From an optimization exercise on the open Yosys and OpenROAD flow, aimed at small area, a short achievable clock period and few clock cycles per item; shortcuts taken in it are not production practice. RTL that was checked went through simulation tests only; none was proved equivalent to the original.

==> run a: inputs <==
## aes128_enc
module aes128_enc (
    input  wire         clk,
    input  wire         rst,       
    input  wire         start,
    input  wire [127:0] key,
    input  wire [127:0] block,
    output reg          done,
    output wire [127:0] result
);
==> module aes128_enc, before the edit <==
module aes128_enc (
    input  wire         clk,
    input  wire         rst,       
    input  wire         start,
    input  wire [127:0] key,
    input  wire [127:0] block,
    output reg          done,
    output wire [127:0] result
);
    reg [127:0] state;
    reg [127:0] kregn;
    reg [3:0]   cnt;      
    reg         idle;
    reg [7:0] rc;
    always @* begin
        if (idle)
            rc = 8'h01;
        else
            case (cnt)
                4'd1: rc = 8'h02;
                4'd2: rc = 8'h04;
                4'd3: rc = 8'h08;
                4'd4: rc = 8'h10;
                4'd5: rc = 8'h20;
                4'd6: rc = 8'h40;
                4'd7: rc = 8'h80;
                4'd8: rc = 8'h1b;
                default: rc = 8'h36;
            endcase
    end
    wire [127:0] sr;
    genvar i, c, r;
    generate
        for (c = 0; c < 4; c = c + 1) begin : g_col
            for (r = 0; r < 4; r = r + 1) begin : g_row
                assign sr[127-8*(r+4*c) -: 8] = state[127-8*(r+4*((c+r)%4)) -: 8];
            end
        end
    endgenerate
    wire [127:0] mcn;
    generate
        for (c = 0; c < 4; c = c + 1) begin : g_mc
            aes_mixcol_n u_mc (.c(sr[127-32*c -: 32]), .mn(mcn[127-32*c -: 32]));
        end
    endgenerate
    wire [127:0] din, kin, sbin, nstate;
    generate
        for (i = 0; i < 128; i = i + 1) begin : g_ark
            g_muxh u_d (.s(idle), .a(mcn[i]), .b(block[i]), .y(din[i]));
            g_muxh u_k (.s(idle), .a(kregn[i]), .b(key[i]), .y(kin[i]));
            g_xor2 u_x (.a(din[i]), .b(kin[i]), .y(sbin[i]));
        end
        for (i = 0; i < 16; i = i + 1) begin : g_sub
            aes_sbox u_sb (.a(sbin[127-8*i -: 8]), .y(nstate[127-8*i -: 8]));
        end
    endgenerate
    wire [31:0] w0 = kin[127:96], w1 = kin[95:64], w2 = kin[63:32], w3 = kin[31:0];
    wire [31:0] sub;
    aes_sbox ks0 (.a(w3[23:16]), .y(sub[31:24]));
    aes_sbox ks1 (.a(w3[15:8]),  .y(sub[23:16]));
    aes_sbox ks2 (.a(w3[7:0]),   .y(sub[15:8]));
    aes_sbox ks3 (.a(w3[31:24]), .y(sub[7:0]));
    wire [31:0] w0r;
    wire [31:0] a01, a012, a0123, n0n, n1n, n2n, n3n;
    assign w0r[23:0] = w0[23:0];
    generate
        for (i = 0; i < 8; i = i + 1) begin : g_rc
            g_xor2 u_rc (.a(w0[24+i]), .b(rc[i]), .y(w0r[24+i]));
        end
        for (i = 0; i < 32; i = i + 1) begin : g_ks
            g_xor2  u_a01 (.a(w0r[i]), .b(w1[i]), .y(a01[i]));
            g_xor2  u_a23 (.a(w2[i]), .b(w3[i]), .y(a0123[i]));
            assign a012[i] = 1'b0;
            g_xnor2 u_n0 (.a(w0r[i]), .b(sub[i]), .y(n0n[i]));
            g_xnor2 u_n1 (.a(a01[i]), .b(sub[i]), .y(n1n[i]));
            g_xor2  u_n2 (.a(w2[i]), .b(n1n[i]), .y(n2n[i]));
            g_xor2  u_n3 (.a(a0123[i]), .b(n1n[i]), .y(n3n[i]));
        end
    endgenerate
    generate
        for (i = 0; i < 128; i = i + 1) begin : g_out
            g_xnor2 u_o (.a(sr[i]), .b(kregn[i]), .y(result[i]));
        end
    endgenerate
    always @(posedge clk) begin
        state <= nstate;
        kregn <= {n0n, n1n, n2n, n3n};
    end
    always @(posedge clk) begin
        if (rst) begin
            cnt  <= 4'd0;
            idle <= 1'b1;
            done <= 1'b0;
        end else begin
            done <= !idle && cnt == 4'd9;
            if (start && idle) begin
                cnt  <= 4'd1;
                idle <= 1'b0;
            end else if (!idle) begin
                cnt <= cnt + 4'd1;
                if (cnt == 4'd9)
                    idle <= 1'b1;
            end
        end
    end
endmodule
==> flow/config.mk <==
export PLATFORM = sky130hd
export DESIGN_NAME = aes128_enc
export DESIGN_NICKNAME = aes128_enc
export VERILOG_FILES = /design/flow/design.v
export SDC_FILE = /design/flow/constraint.sdc
export NUM_CORES = 8
export LEC_CHECK = 0
export CAP_MARGIN = 20
export CORE_MARGIN = 2
export CORE_UTILIZATION = 70
export CTS_BUF_LIST = sky130_fd_sc_hd__clkbuf_8
export CTS_CLUSTER_DIAMETER = 60
export CTS_CLUSTER_SIZE = 16
export SETUP_SLACK_MARGIN = 3.0
export SLEW_MARGIN = 20
export SYNTH_HIERARCHICAL = 1
==> flow/constraint.sdc <==
create_clock -name core_clock -period 10.0 [get_ports {clk}]
set_input_delay 2.0000 -clock core_clock [delete_from_list [all_inputs] [get_ports {clk}]]
set_output_delay 2.0000 -clock core_clock [all_outputs]
set_load 0.01 [all_outputs]
standard.sh (not shown) runs the stock make flow with config.mk's settings and CLKGATE_MAP_FILE= SYNTH_SCRIPT=/design/flow/synth_recipe.tcl, a recipe that flattens the netlist after the stock synthesis.
==> flow/flow/run.sh <==
#!/bin/bash
# The standard layout, with the smallest buffer on the ports.
set -euo pipefail
bash standard.sh BUFFER_PORTS_ARGS="-buffer_cell sky130_fd_sc_hd__buf_1" finish > standard.log 2>&1
==> inputs of run b, as changes to run a <==
--- a/flow/design.v
+++ b/flow/design.v
@@ -193,10 +193,10 @@
     reg [127:0] state;
     reg [127:0] kregn;
     reg [3:0]   cnt;      
-    reg         idle;
+    reg         busy;
     reg [7:0] rc;
     always @* begin
-        if (idle)
+        if (start)
             rc = 8'h01;
         else
             case (cnt)
@@ -229,8 +229,8 @@
     wire [127:0] din, kin, sbin, nstate;
     generate
         for (i = 0; i < 128; i = i + 1) begin : g_ark
-            g_muxh u_d (.s(idle), .a(mcn[i]), .b(block[i]), .y(din[i]));
-            g_muxh u_k (.s(idle), .a(kregn[i]), .b(key[i]), .y(kin[i]));
+            g_muxh u_d (.s(start), .a(mcn[i]), .b(block[i]), .y(din[i]));
+            g_muxh u_k (.s(start), .a(kregn[i]), .b(key[i]), .y(kin[i]));
             g_xor2 u_x (.a(din[i]), .b(kin[i]), .y(sbin[i]));
         end
         for (i = 0; i < 16; i = i + 1) begin : g_sub
@@ -244,7 +244,7 @@
     aes_sbox ks2 (.a(w3[7:0]),   .y(sub[15:8]));
     aes_sbox ks3 (.a(w3[31:24]), .y(sub[7:0]));
     wire [31:0] w0r;
-    wire [31:0] a01, a012, a0123, n0n, n1n, n2n, n3n;
+    wire [31:0] a01, a23, n0n, n1n, n2n, n3n;
     assign w0r[23:0] = w0[23:0];
     generate
         for (i = 0; i < 8; i = i + 1) begin : g_rc
@@ -252,12 +252,11 @@
         end
         for (i = 0; i < 32; i = i + 1) begin : g_ks
             g_xor2  u_a01 (.a(w0r[i]), .b(w1[i]), .y(a01[i]));
-            g_xor2  u_a23 (.a(w2[i]), .b(w3[i]), .y(a0123[i]));
-            assign a012[i] = 1'b0;
+            g_xor2  u_a23 (.a(w2[i]), .b(w3[i]), .y(a23[i]));
             g_xnor2 u_n0 (.a(w0r[i]), .b(sub[i]), .y(n0n[i]));
             g_xnor2 u_n1 (.a(a01[i]), .b(sub[i]), .y(n1n[i]));
             g_xor2  u_n2 (.a(w2[i]), .b(n1n[i]), .y(n2n[i]));
-            g_xor2  u_n3 (.a(a0123[i]), .b(n1n[i]), .y(n3n[i]));
+            g_xor2  u_n3 (.a(a23[i]), .b(n1n[i]), .y(n3n[i]));
         end
     endgenerate
     generate
@@ -272,17 +271,17 @@
     always @(posedge clk) begin
         if (rst) begin
             cnt  <= 4'd0;
-            idle <= 1'b1;
+            busy <= 1'b0;
             done <= 1'b0;
         end else begin
-            done <= !idle && cnt == 4'd9;
-            if (start && idle) begin
+            done <= busy && cnt == 4'd9;
+            if (start) begin
                 cnt  <= 4'd1;
-                idle <= 1'b0;
-            end else if (!idle) begin
+                busy <= 1'b1;
+            end else if (busy) begin
                 cnt <= cnt + 4'd1;
                 if (cnt == 4'd9)
-                    idle <= 1'b1;
+                    busy <= 1'b0;
             end
         end
     end
==> flow/run.sh (new file) <==
#!/bin/bash
# synth_recipe.tcl (not shown) runs the flow's synth.tcl, then flattens the netlist and writes it again
# the make line also repeats each setting of config.mk as NAME=value (left out here)
make -C /OpenROAD-flow-scripts/flow DESIGN_CONFIG=/design/flow/config.mk WORK_HOME=/design/flow/orfs CLKGATE_MAP_FILE= SYNTH_SCRIPT=/design/flow/synth_recipe.tcl finish
CORE_UTILIZATION = 50   (was 70)
CTS_BUF_LIST = not set   (was sky130_fd_sc_hd__clkbuf_8)
CTS_CLUSTER_DIAMETER = not set   (was 60)
CTS_CLUSTER_SIZE = not set   (was 16)
SETUP_SLACK_MARGIN = not set   (was 3.0)
removed: flow/flow/run.sh
removed: flow/standard.sh
==> inputs of run c, as changes to run a <==
--- a/flow/design.v
+++ b/flow/design.v
@@ -252,12 +252,12 @@
         end
         for (i = 0; i < 32; i = i + 1) begin : g_ks
             g_xor2  u_a01 (.a(w0r[i]), .b(w1[i]), .y(a01[i]));
-            g_xor2  u_a23 (.a(w2[i]), .b(w3[i]), .y(a0123[i]));
-            assign a012[i] = 1'b0;
+            g_xor2  u_a012 (.a(a01[i]), .b(w2[i]), .y(a012[i]));
+            g_xor2  u_a0123 (.a(a012[i]), .b(w3[i]), .y(a0123[i]));
             g_xnor2 u_n0 (.a(w0r[i]), .b(sub[i]), .y(n0n[i]));
             g_xnor2 u_n1 (.a(a01[i]), .b(sub[i]), .y(n1n[i]));
-            g_xor2  u_n2 (.a(w2[i]), .b(n1n[i]), .y(n2n[i]));
-            g_xor2  u_n3 (.a(a0123[i]), .b(n1n[i]), .y(n3n[i]));
+            g_xnor2 u_n2 (.a(a012[i]), .b(sub[i]), .y(n2n[i]));
+            g_xnor2 u_n3 (.a(a0123[i]), .b(sub[i]), .y(n3n[i]));
         end
     endgenerate
     generate
CORE_UTILIZATION = 50   (was 70)
CTS_BUF_LIST = not set   (was sky130_fd_sc_hd__clkbuf_8)
CTS_CLUSTER_DIAMETER = not set   (was 60)
CTS_CLUSTER_SIZE = not set   (was 16)
SETUP_SLACK_MARGIN = 2.5   (was 3.0)
==> inputs of run d, as changes to run a <==
--- a/flow/design.v
+++ b/flow/design.v
@@ -252,12 +252,12 @@
         end
         for (i = 0; i < 32; i = i + 1) begin : g_ks
             g_xor2  u_a01 (.a(w0r[i]), .b(w1[i]), .y(a01[i]));
-            g_xor2  u_a23 (.a(w2[i]), .b(w3[i]), .y(a0123[i]));
-            assign a012[i] = 1'b0;
+            g_xor2  u_a012 (.a(a01[i]), .b(w2[i]), .y(a012[i]));
+            g_xor2  u_a0123 (.a(a012[i]), .b(w3[i]), .y(a0123[i]));
             g_xnor2 u_n0 (.a(w0r[i]), .b(sub[i]), .y(n0n[i]));
             g_xnor2 u_n1 (.a(a01[i]), .b(sub[i]), .y(n1n[i]));
-            g_xor2  u_n2 (.a(w2[i]), .b(n1n[i]), .y(n2n[i]));
-            g_xor2  u_n3 (.a(a0123[i]), .b(n1n[i]), .y(n3n[i]));
+            g_xnor2 u_n2 (.a(a012[i]), .b(sub[i]), .y(n2n[i]));
+            g_xnor2 u_n3 (.a(a0123[i]), .b(sub[i]), .y(n3n[i]));
         end
     endgenerate
     generate
==> flow/run.sh (new file) <==
#!/bin/bash
# synth_recipe.tcl (not shown) runs the flow's synth.tcl, then flattens the netlist and writes it again
# the make line also repeats each setting of config.mk as NAME=value (left out here)
make -C /OpenROAD-flow-scripts/flow DESIGN_CONFIG=/design/flow/config.mk WORK_HOME=/design/flow/orfs CLKGATE_MAP_FILE= SYNTH_SCRIPT=/design/flow/synth_recipe.tcl finish
CORE_UTILIZATION = 50   (was 70)
CTS_BUF_LIST = not set   (was sky130_fd_sc_hd__clkbuf_8)
CTS_CLUSTER_DIAMETER = not set   (was 60)
CTS_CLUSTER_SIZE = not set   (was 16)
SETUP_SLACK_MARGIN = not set   (was 3.0)
removed: flow/flow/run.sh
removed: flow/standard.sh
==> results.txt <==
| item | run c | run b | run a | run d |
|---|---|---|---|---|
| Result of the run | no timing/DRC/antenna violations | no timing/DRC/antenna violations | no timing/DRC/antenna violations | no timing/DRC/antenna violations |
| Critical R2R Launch | state[15]$_DFF_P_ | state[39]$_DFF_P_ | state[7]$_DFF_P_ | idle$_SDFF_PP1_ |
| Global routing usage on met1 | 0.456 | 0.445 | 0.546 | 0.438 |
| Critical path startpoint | key[28] | start | key[64] | key[20] |
| Total cell area at the placement stage | 0.0393 mm² | 0.0399 mm² | 0.0393 mm² | 0.0402 mm² |
| Number of distinct library cells after synthesis | 25 | 27 | 25 | 25 |
| Post-Syn Instances | 4457 | 4425 | 4425 | 4457 |
| Flip-flop and latch share of the layout cell area | 0.130 | 0.127 | 0.129 | 0.127 |
| Max Fclk | 140 MHz | 116 MHz | 148 MHz | 127 MHz |
| Syn Std Cell Area | 0.0361 mm² | 0.0359 mm² | 0.0359 mm² | 0.0361 mm² |
| Mean cell area of the mapped netlist | 8.11 µm² | 8.12 µm² | 8.11 µm² | 8.11 µm² |
| Path length in cells of the critical path | 19 | 22 | 20 | 19 |
| CTS Root Cell | clkbuf_16 | clkbuf_16 | clkbuf_8 | clkbuf_16 |
| Multi-input gate share of total cell area | 0.772 | 0.714 | 0.793 | 0.717 |
| Reg area | 0.00525 mm² | 0.00525 mm² | 0.00525 mm² | 0.00525 mm² |
| H-tree Lvls | 2 | 2 | 1 | 2 |
| Number of antenna violations at the first check in global routing | 1 | 1 | 2 | 0 |
| Die height | 273 µm | 272 µm | 230 µm | 273 µm |
| Share of the cycle needed by the critical path after routing | 0.714 | 0.861 | 0.677 | 0.790 |
Testbench counts of run b, summed over its fixed seeds: cycles 5,128, blocks 512.
Testbench counts of run c, summed over its fixed seeds: cycles 5,128, blocks 512.
Testbench counts of run d, summed over its fixed seeds: cycles 5,128, blocks 512.
For run a, only the layout was checked, not whether the RTL still works.

==> port drivers added, routing unchanged <==
The results above use ideal ports. As a check the final layouts listed here were re-extracted and re-timed, cells and wires unchanged.
Step 1 assumes that a clkbuf_16 drives the clock port and a buf_2 every other input.
Step 2 times the ports against the registers' clock, not the clock port: input delays grow and output delays shrink by t, the midpoint of the rising clock arrivals with the driver on.
Three values: ideal ports, drivers, drivers and shift; two values: the first two.
run | t, ns | slack for setup (ns) | worst setup path after step 2
run a | 0.734 | 3.230 / 3.262 / 2.528 | input to register
run b | 0.612 | 1.387 / 1.390 / 0.778 | input to register
run c | 0.625 | 2.861 / 2.900 / 2.282 | input to register
run d | 0.621 | 2.096 / 2.138 / 1.517 | input to register
After both steps every run listed still meets setup and hold. The setup slack of run a, which loses most, moves by +0.032 ns with the drivers and by -0.702 ns with both steps.
